This design comes from an exercise in tuning for small area and a short achievable clock period on the open sky130 flow, not from production work.
Function was checked by simulation only, so behaviour that the tests miss may differ from the original.

==> flow/design.v, too long to show whole: its modules and the start of the top module <==
// module wk512_munit: 1889 lines
// module wk512_fa: 10 lines
// module wk512_ha: 9 lines
module wk512_munit (
    input  wire        clk,
    input  wire        rst,         
    input  wire        in_valid,
    input  wire        in_short,
    input  wire [6:0]  in_opc,
    input  wire [4:0]  in_dst,
    input  wire [4:0]  in_src,
    input  wire [31:0] in_a,
    input  wire [31:0] in_b,
    input  wire        in_chain,
    output reg         g3_wen,
    output reg  [4:0]  g3_dst,
    output reg  [31:0] g3_data,
    output reg         g1_wen,
    output reg  [4:0]  g1_dst,
    output reg  [31:0] g1_data,
    output reg  [63:0] ac0,
    output reg  [63:0] ac1
);
  // ...
==> flow/flow/run.sh <==
#!/bin/bash
set -euo pipefail
export SETUP_SLACK_MARGIN=6.5
export BUFFER_PORTS_ARGS="-buffer_cell sky130_fd_sc_hd__buf_2"
bash standard.sh > standard_flow.log 2>&1
==> flow/standard.sh <==
#!/bin/bash
# synth_recipe.tcl (not shown) runs the flow's synth.tcl, then flattens the netlist and writes it again
# the make line also repeats each setting of config.mk as NAME=value (left out here)
make -C /OpenROAD-flow-scripts/flow DESIGN_CONFIG=/design/flow/config.mk WORK_HOME=/design/flow/orfs CLKGATE_MAP_FILE= SYNTH_SCRIPT=/design/flow/synth_recipe.tcl "${@:-finish}"
==> flow/config.mk <==
export PLATFORM = sky130hd
export DESIGN_NAME = wk512_munit
export DESIGN_NICKNAME = wk512_munit
export VERILOG_FILES = /design/flow/design.v
export SDC_FILE = /design/flow/constraint.sdc
export NUM_CORES = 4
export LEC_CHECK = 0
export CAP_MARGIN = 20
export CORE_MARGIN = 2
export CORE_UTILIZATION = 45
export CTS_BUF_LIST = sky130_fd_sc_hd__clkbuf_8 sky130_fd_sc_hd__clkbuf_4
export PLACE_DENSITY = 0.55
export SLEW_MARGIN = 20
export SYNTH_HIERARCHICAL = 1
export SYNTH_MINIMUM_KEEP_SIZE = 0
==> flow/constraint.sdc <==
create_clock -name core_clock -period 11.5 [get_ports {clk}]
set_input_delay 2.3000 -clock core_clock [delete_from_list [all_inputs] [get_ports {clk}]]
set_output_delay 2.3000 -clock core_clock [all_outputs]
set_load 0.01 [all_outputs]
==> results.py, run 1 <==
metrics = {
    "final_layout": {
        "multi_input_gates": 4592,
        "clock_area_frac": 0.04021,
        "multi_input_area_sq_mm": 0.03968,
        "seq_cell_count": 599,
        "finish.utilization": 0.5017,
        "dominant_cells": "multi-input combinational cells",
        "multi_input_area_share": 0.6680,
        "diodes": 16,
    },
    "worst_setup_path": {
        "critical_path_class": "flop to output pin",
        "rr_worst_depth": 9,
        "crit_fanout": 4,
    },
    "routing": {
        "via_count": 49270,
        "dr_wl_met2_mm": 107.2,
        "wl_met1_mm": 99.52,
        "met3_length_mm": 29.65,
    },
    "cts": {
        "clkLatencyLatePin_ps": 870,
        "numCtsBuffers": 104,
        "clk_pin_slew_ps": 60,
        "cts_setup_buffers": 19,
    },
    "status": {
        "status": "timing/DRC/antenna clean",
    },
    "synthesis": {
        "netlist_top_cells_count": "dfxtp_1, xnor2_1, clkbuf_1, fa_1, a22oi_1",
        "mappedNetlistNets": 6658,
        "yosysTopAreaCell": "dfxtp_1",
        "yosysMostFrequentCell": "dfxtp_1",
        "yosys_warnings": 7,
        "synth_cells": 5913,
    },
    "timing": {
        "holdWs_ps": 328.3,
        "finalCritPeriodShare": 0.4629,
        "fmax_mhz": 187.8,
    },
    "global_routing": {
        "met1_usage": 0.5370,
    },
}
==> run 2: changes to the inputs <==
--- a/flow/design.v
+++ b/flow/design.v
@@ -1840,17 +1840,60 @@
         s2_pc    <= e2_y;
     end
     wire [64:0] op_b  = {s2_acc[63], s2_acc};
     wire [64:0] csa_s, csa_c;
     genvar gi;
     generate for (gi = 0; gi < 65; gi = gi + 1) begin : g_csa
         wk512_fa u_fa (.a(op_b[gi]), .b(s2_ps[gi]), .c(s2_pc[gi]), .s(csa_s[gi]), .co(csa_c[gi]));
     end endgenerate
-    wire [64:0] sum   = csa_s + {csa_c[63:0], s2_cin};
+    wire [64:0] pa = csa_s ^ {csa_c[63:0], s2_cin};
+    wire [64:0] ga = csa_s & {csa_c[63:0], s2_cin};
+    wire [64:0] gp0 = ga, pp0 = pa;
+    wire [64:0] gp1, pp1, gp2, pp2, gp3, pp3, gp4, pp4, gp5, pp5, gp6, pp6;
+    genvar gs;
+    generate for (gs = 0; gs < 65; gs = gs + 1) begin : g_skl
+        if ((gs % 2) >= 1) begin : l1
+            assign gp1[gs] = gp0[gs] | (pp0[gs] & gp0[gs - (gs % 2) + 0]);
+            assign pp1[gs] = pp0[gs] & pp0[gs - (gs % 2) + 0];
+        end else begin : n1
+            assign gp1[gs] = gp0[gs]; assign pp1[gs] = pp0[gs];
+        end
+        if ((gs % 4) >= 2) begin : l2
+            assign gp2[gs] = gp1[gs] | (pp1[gs] & gp1[gs - (gs % 4) + 1]);
+            assign pp2[gs] = pp1[gs] & pp1[gs - (gs % 4) + 1];
+        end else begin : n2
+            assign gp2[gs] = gp1[gs]; assign pp2[gs] = pp1[gs];
+        end
+        if ((gs % 8) >= 4) begin : l3
+            assign gp3[gs] = gp2[gs] | (pp2[gs] & gp2[gs - (gs % 8) + 3]);
+            assign pp3[gs] = pp2[gs] & pp2[gs - (gs % 8) + 3];
+        end else begin : n3
+            assign gp3[gs] = gp2[gs]; assign pp3[gs] = pp2[gs];
+        end
+        if ((gs % 16) >= 8) begin : l4
+            assign gp4[gs] = gp3[gs] | (pp3[gs] & gp3[gs - (gs % 16) + 7]);
+            assign pp4[gs] = pp3[gs] & pp3[gs - (gs % 16) + 7];
+        end else begin : n4
+            assign gp4[gs] = gp3[gs]; assign pp4[gs] = pp3[gs];
+        end
+        if ((gs % 32) >= 16) begin : l5
+            assign gp5[gs] = gp4[gs] | (pp4[gs] & gp4[gs - (gs % 32) + 15]);
+            assign pp5[gs] = pp4[gs] & pp4[gs - (gs % 32) + 15];
+        end else begin : n5
+            assign gp5[gs] = gp4[gs]; assign pp5[gs] = pp4[gs];
+        end
+        if ((gs % 64) >= 32) begin : l6
+            assign gp6[gs] = gp5[gs] | (pp5[gs] & gp5[gs - (gs % 64) + 31]);
+        end else begin : n6
+            assign gp6[gs] = gp5[gs];
+        end
+    end endgenerate
+    wire [64:0] cg = {gp6[64] | (pp5[64] & gp6[63]), gp6[63:0]};    
+    wire [64:0] sum = pa ^ {cg[63:0], 1'b0};
     wire        ovf   = sum[64] ^ sum[63];
     wire [63:0] acc_res = (s2_sat && ovf) ? {sum[64], {63{!sum[64]}}} : sum[63:0];
     wire acc3_we = s2_v && s2_acw;
     wire acc1_we = in_valid && d_wr;
     always @(posedge clk) begin
         s2_acc <= s1_chain ? acc_res : (s1_accum ? s1_acc : 64'd0);
         if (rst) begin
             ac0     <= 64'd0;
==> flow/flow/run.sh (replaced) <==
#!/bin/bash
set -euo pipefail
export SETUP_SLACK_MARGIN=6.5
export BUFFER_PORTS_ARGS="-buffer_cell sky130_fd_sc_hd__buf_4"
bash standard.sh > standard_flow.log 2>&1
==> flow/config.mk (replaced) <==
export PLATFORM = sky130hd
export DESIGN_NAME = wk512_munit
export DESIGN_NICKNAME = wk512_munit
export VERILOG_FILES = /design/flow/design.v
export SDC_FILE = /design/flow/constraint.sdc
export NUM_CORES = 4
export LEC_CHECK = 0
export CAP_MARGIN = 20
export CORE_MARGIN = 2
export CORE_UTILIZATION = 50
export PLACE_DENSITY = 0.6
export SLEW_MARGIN = 20
export SYNTH_HIERARCHICAL = 1
export SYNTH_MINIMUM_KEEP_SIZE = 0
==> results.py, run 2 <==
metrics = {
    "synthesis": {
        "synthTopCellsByArea": "dfxtp_1, fa_1, xnor2_1, a22oi_1, mux2_2",
        "synth_edf_count": 0,
        "mappedNetlistNets": 6486,
        "synth-xor-area-share": 0.1052,
        "netlist_top_cells_count": "dfxtp_1, xnor2_1, fa_1, nand2_1, clkbuf_1",
        "avgSynthCellArea_sq_um": 9.274,
        "ys_seq_elements": 599,
        "ys_async_sr_fraction": 0,
        "synth_simple_gate_area_frac": 0.08329,
        "yosys_warnings": 7,
        "synth_compound_area_frac": 0.1999,
        "synth_seq_area_share": 0.2254,
        "syn_area_sq_mm": 0.05321,
        "synth_top_area_frac": 0.2254,
        "synth_top_flop_cell": "dfxtp_1",
        "yosysMostFrequentCell": "dfxtp_1",
        "synthAdderAreaFrac": 0.2337,
        "yosysTopAreaCell": "dfxtp_1",
        "synthMuxAreaShare": 0.1008,
        "synth_cells": 5737,
        "synthDistinctLibCells": 78,
        "synth_top_family_by_area": "adder cells",
    },
    "worst_setup_path": {
        "startpoint_type": "flop",
        "crit_fanout": 4,
        "cp.required_ps": 9200,
        "crit_arrival_ps": 2840,
        "rr_worst_depth": 10,
        "crit_path_end_kind": "output pin",
        "critical_path_class": "flop to output pin",
    },
    "routing": {
        "first_pass_iters": 25,
        "drt_iter0_drc": 6719,
        "via_count": 47890,
        "drc": 0,
        "drt_wl_total_mm": 229.8,
        "vias_per_cell": 6.774,
        "wl_per_cell_um": 32.51,
        "antenna_left": 0,
    },
    "floorplan": {
        "rows": 119,
        "io_pins": 290,
        "die_x_um": 330.2,
        "die_h_um": 330.2,
        "dieArea_sq_mm": 0.1090,
        "core_area_sq_mm": 0.1054,
        "start_util": 0.5047,
    },
    "timing": {
        "finalWorstSetupSlack_ps": 6356,
        "period_needed_ps": 5144,
        "finalCritPeriodShare": 0.4473,
        "setup_viol": 0,
        "worst_pin_slew_ps": 1278,
        "rsz0062_at_grt": "true",
        "max_slew_margin": 0.1449,
        "finalHoldViolations": 0,
        "fin_setup_tns_ps": 0,
        "holdWs_ps": 326.8,
        "finClkSkew_ps": 42.06,
        "fmax_mhz": 194.4,
        "slew_viol_final": 0,
    },
    "global_routing": {
        "antenna_found_initial": 28,
        "grt_start_max_net_pins": 88,
        "grt_pass1_vias": 45850,
        "gr-total-overflow": 0,
        "grt_pass1_wl_mm": 327.5,
        "grt_use_total": 0.4135,
    },
    "final_layout": {
        "areaGrowthSynthToFinish_pct": 10.29,
        "layout_common_cells": "xnor2_1, fa_1, nand2_1",
        "drive_above_1_share": 0.1700,
        "stdcell_area_sq_mm": 0.05868,
        "instances_no_fill": 7069,
        "reg_top3": "s2_pc: 65 flops, s2_ps: 65 flops",
        "finish.utilization": 0.5567,
        "final_common_cell": "xnor2_1",
        "final_nets": 6359,
    },
    "hold_path": {
        "holdPathStages": 0,
        "worst_hold_path_type": "flop to flop",
    },
    "placed_design": {
        "dpl_cell_area_sq_mm": 0.05571,
        "dp_worst_setup_slack_ps": 5170,
        "port_buffers": 285,
        "gp_congestion": 1.010,
        "dp_hpwl_mm": 163.4,
        "dp_cells": 6912,
    },
    "cts": {
        "clock_sinks": 599,
        "cts_root_buf": "clkbuf_16",
        "cts_max_level": 3,
        "numCtsBuffers": 69,
        "cts_tree": "yes",
        "clk_pin_slew_ps": 60,
        "clockBufferDepth": 3,
        "clkLatencyLatePin_ps": 670,
    },
    "status": {
        "status": "timing/DRC/antenna clean",
    },
    "run": {
        "cap_violations": 0,
    },
}
## run 2: worst max-delay path, cell delays in order, from the launching register on
cell,delay (ps)
dfxtp_4,390
inv_2,40
or3_4,400
a31oi_4,160
nor3b_4,210
nor2b_4,210
buf_4,140
buf_6,90
a21oi_1,60
or2_4,240
a21oi_2,130
buf_4,140
## run 2: logic make-up (layout without fill, tap and decap cells)
logic type,count (synthesis),after routing
AOI/OAI and AO/OA,1649,1649
xor gates and xnor gates,639,639
adders and majority gates,663,663
buffers and inverters,723,645
DFF,599,599
muxes,442,442
other,0,19
and+or+nand+nor,1022,1022
## run 2: routing by layer
| metal | up-vias | wire (um) | GRT usage |
|---|---|---|---|
| met5 | - | 536 | 0.02870 |
| met2 | 3375 | 96860 | 0.5968 |
| met3 | 710 | 30590 | 0.1360 |
| met4 | 22 | 13640 | 0.2125 |
| li1 | 19880 | - | - |
| met1 | 23900 | 88180 | 0.5495 |
## run 2: per-module statistics from Yosys (local to each module, per instance)
| module | flops+latches | cell area, sq um | times used | cells inside |
|---|---|---|---|---|
| wk512_ha | 0 | 12.51 | 30 | 1 |
| wk512_munit | 599 | 41920 | 1 | 5162 |
| wk512_fa | 0 | 20.02 | 545 | 1 |
## run 2: timing repair
action,4_1_cts,5_1_grt
setup endpoints to repair,243,217
pin swaps,16,9
buffers inserted,11,6
gates cloned,0,1
hold buffers,0,0
gates resized for setup,64,56
## run 2: path summary, 6_finish.rpt
kind,from,end,slack [ps]
worst max-delay path,r1_inc$_DFF_P_,g1_data[23],6360
worst max register to register,s1_bo[2]$_DFF_P_,s2_pc[38]$_DFF_P_,6590
worst min-delay path,s1_idx$_DFF_P_,s2_idx$_DFF_P_,330
worst min register to register,s1_idx$_DFF_P_,s2_idx$_DFF_P_,330
## run 2: final cells by class
cell class | count | area, sq um
fill | 9519 | 46730
multi-input combinational | 4415 | 38780
sequential | 599 | 12080
clock buffer | 86 | 1881
timing repair buffer | 414 | 3242
clock inverter | 34 | 479.2
antenna | 19 | 47.55
tap | 1391 | 1740
inverter | 111 | 425.4
==> run 3: changes to the inputs <==
--- a/flow/config.mk
+++ b/flow/config.mk
@@ -7,8 +7,8 @@
 export LEC_CHECK = 0
 export CAP_MARGIN = 20
 export CORE_MARGIN = 2
-export CORE_UTILIZATION = 50
-export PLACE_DENSITY = 0.6
+export CORE_UTILIZATION = 45
+export PLACE_DENSITY = 0.55
 export SLEW_MARGIN = 20
 export SYNTH_HIERARCHICAL = 1
 export SYNTH_MINIMUM_KEEP_SIZE = 0
==> results.py, run 3 <==
metrics = {
    "floorplan": {
        "die_h_um": 347.9,
        "io_pins": 290,
        "rows": 126,
        "core_area_sq_mm": 0.1176,
        "dieArea_sq_mm": 0.1210,
        "start_util": 0.4524,
        "die_x_um": 347.9,
    },
    "cts": {
        "numCtsBuffers": 70,
        "clk_pin_slew_ps": 80,
        "cts_max_level": 3,
        "hold_buffers": 0,
        "cts_root_buf": "clkbuf_16",
        "cts_tree": "yes",
        "clockBufferDepth": 3,
        "clock_sinks": 599,
        "clkLatencyLatePin_ps": 680,
    },
    "status": {
        "status": "timing/DRC/antenna clean",
    },
    "placed_design": {
        "port_buffers": 285,
        "dp_hpwl_mm": 168.1,
        "dp_worst_setup_slack_ps": 5217,
        "dpl_cell_area_sq_mm": 0.05590,
        "dp_cells": 7059,
        "gp_congestion": 0.9552,
    },
    "worst_setup_path": {
        "cp_slowest_cell": "dfxtp_4",
        "crit_fanout": 4,
        "r2r_slack_ps": 6570,
        "crit_path_max_incr_delay_ps": 390,
        "startpoint_type": "flop",
        "path_cells": "inv_2 > or3_4 > a31oi_4 > nor3b_4 > nor2b_4 > nor3b_4 > nand3_1 > xor2_1 > a21oi_1 > buf_4",
        "cp.required_ps": 9200,
        "timing.critical_path.mode_cell": "nor3b_4",
        "crit_path_end_kind": "output pin",
        "rr_worst_depth": 9,
        "critical_path_class": "flop to output pin",
        "r2r-start": "s1_bn[3]$_DFF_P_",
        "r2r-end": "s2_pc[24]$_DFF_P_",
        "path_delay_family": "simple AND/OR/NAND/NOR gates",
        "crit_buf_inv": 2,
        "crit_arrival_ps": 2880,
    },
    "routing": {
        "first_pass_iters": 9,
        "wl_per_cell_um": 32.65,
        "via_count": 47790,
        "drt_wl_total_mm": 236.2,
        "antenna_left": 0,
        "drt_iter0_drc": 6508,
        "vias_per_cell": 6.605,
        "drc": 0,
    },
    "final_layout": {
        "drive_above_1_share": 0.1771,
        "final_nets": 6377,
        "instances_no_fill": 7236,
        "stdcell_area_sq_mm": 0.05906,
        "finish.utilization": 0.5022,
        "areaGrowthSynthToFinish_pct": 11.01,
        "final_common_cell": "xnor2_1",
        "fillCellCount": 11120,
        "layout_common_cells": "xnor2_1, fa_1, nand2_1",
        "reg_top3": "s2_pc: 65 flops, s2_ps: 65 flops",
    },
    "global_routing": {
        "grt-busiest-layer": "met2",
        "met1_usage": 0.5045,
        "grt_util_met3": 0.1189,
        "grt_use_total": 0.3785,
        "grt_start_max_net_pins": 72,
        "grt_pass1_wl_mm": 334.1,
        "grt_pass1_vias": 45790,
        "globalRouteMet2Util": 0.5567,
        "antenna_found_initial": 25,
        "gr-total-overflow": 0,
    },
    "timing": {
        "finalCritPeriodShare": 0.4506,
        "max_slew_margin": 0.1469,
        "fin_setup_tns_ps": 0,
        "rsz0062_at_grt": "true",
        "finClkSkew_ps": 57.25,
        "period_needed_ps": 5181,
        "slew_viol_final": 0,
        "finalWorstSetupSlack_ps": 6319,
        "holdWs_ps": 323.0,
        "worst_pin_slew_ps": 1271,
        "finalHoldViolations": 0,
        "setup_viol": 0,
        "fmax_mhz": 193.0,
    },
    "hold_path": {
        "worst_hold_path_type": "flop to flop",
        "min_to": "s2_sat$_DFF_P_",
        "holdPathStages": 0,
        "hp-start": "s1_sat$_SDFF_PP0_",
    },
    "synthesis": {
        "ys_seq_elements": 599,
        "avgSynthCellArea_sq_um": 9.274,
        "yosysTopAreaCell": "dfxtp_1",
        "synthDistinctLibCells": 78,
        "syn_area_sq_mm": 0.05321,
        "yosys_warnings": 7,
        "mappedNetlistNets": 6486,
        "synth_top_flop_cell": "dfxtp_1",
        "synth_cells": 5737,
        "netlist_top_cells_count": "dfxtp_1, xnor2_1, fa_1, nand2_1, clkbuf_1",
        "synthTopCellsByArea": "dfxtp_1, fa_1, xnor2_1, a22oi_1, mux2_2",
        "yosysMostFrequentCell": "dfxtp_1",
        "synth_top_area_frac": 0.2254,
        "synth_edf_count": 0,
        "ys_async_sr_fraction": 0,
        "synth_seq_area_share": 0.2254,
    },
    "run": {
        "cap_violations": 0,
    },
}
[run 3: cell counts after synthesis]
Identical to the previous run, type by type.
[run 3: routing by layer]
metal | part of all wire | routed length [um]
met4 | 0.055 | 12980
met2 | 0.43 | 101400
met3 | 0.13 | 29890
met5 | 0.00094 | 223
met1 | 0.39 | 91770
[run 3: how the worst max path moves through the flow]
stage	start	endpoint	slack (ps)	cells past startpoint
2_1_floorplan	in_b[1]	r1_inc$_DFF_P_	6480	14
3_3_place_gp	in_src[0]	r1_inc$_DFF_P_	5310	11
3_5_place_dp	in_src[0]	r1_inc$_DFF_P_	5220	11
4_1_cts	r1_w[1]$_DFF_P_	g1_data[29]	6300	10
5_1_grt	r1_w[5]$_DFF_P_	g1_data[29]	6230	10
6_report	r1_inc$_DFF_P_	g1_data[29]	6320	10
[run 3: cell type report]
type	count	area, sq um	area share
antenna	15	37.54	0.0006355
multi-input combinational	4416	38830	0.6574
clock buffer	91	1951	0.03303
inverter	111	422.9	0.007160
clock inverter	38	435.4	0.007372
sequential	599	12100	0.2049
tap	1536	1922	0.03254
timing repair buffer	430	3367	0.05701
[run 3: cells by family (layout without fill, tap and decap cells)]
group	after synthesis	after routing	share of synthesized area
muxes	442	442	0.1008
other	0	15	0
DFF	599	599	0.2254
AOI/OAI and AO/OA	1649	1649	0.1999
xor gates and xnor gates	639	639	0.1052
and+or+nand+nor	1022	1023	0.08329
buffers and inverters	723	670	0.05183
adders and majority gates	663	663	0.2337
[run 3: Yosys stat by module, one instance, submodules excluded]
module	times used	flip-flops and latches	cells	area [sq um]
wk512_munit	1	599	5162	41920
wk512_ha	30	0	1	12.51
wk512_fa	545	0	1	20.02
[run 3: timing repair]
| item | in CTS | in global routing |
|---|---|---|
| endpoints found under the setup margin | 273 | 224 |
| cloned | 0 | 1 |
| hold endpoints to repair | 0 | 0 |
| pin swaps | 18 | 19 |
| setup buffers | 15 | 16 |
| resized for setup | 64 | 86 |

## re-timing with driven ports
Ports are ideal in the flow. The routed layouts listed here were re-timed in OpenROAD.
Step 1 sets driving cells, clkbuf_16 on the clock port and buf_2 on the other inputs (assumed; they add their load-dependent delay and slew).
Step 2 adds t to the input delays and takes it off the output delays; t is the mean of the earliest and latest rising clock arrival at the registers after step 1. Input paths then give back, and output paths get back, about the clock's delay inside the block.
Three values: ideal, step 1, step 2; two values: the first two.
run	shift t [ns]	setup WS [ns]	worst setup path at the end	worst data-port slew with drivers (ns)	cell pins on the clock port's net
run 1	0.889	6.176 / 6.109 / 5.726	input to register	0.14	1
run 2	0.723	6.356 / 6.285 / 5.929	input to register	0.14	1
run 3	0.724	6.319 / 6.243 / 5.868	input to register	0.12	1
After both steps setup and hold are still met in every run listed. The setup slack of run 3, which loses most, moves by -0.076 ns with the drivers and by -0.451 ns with both steps.
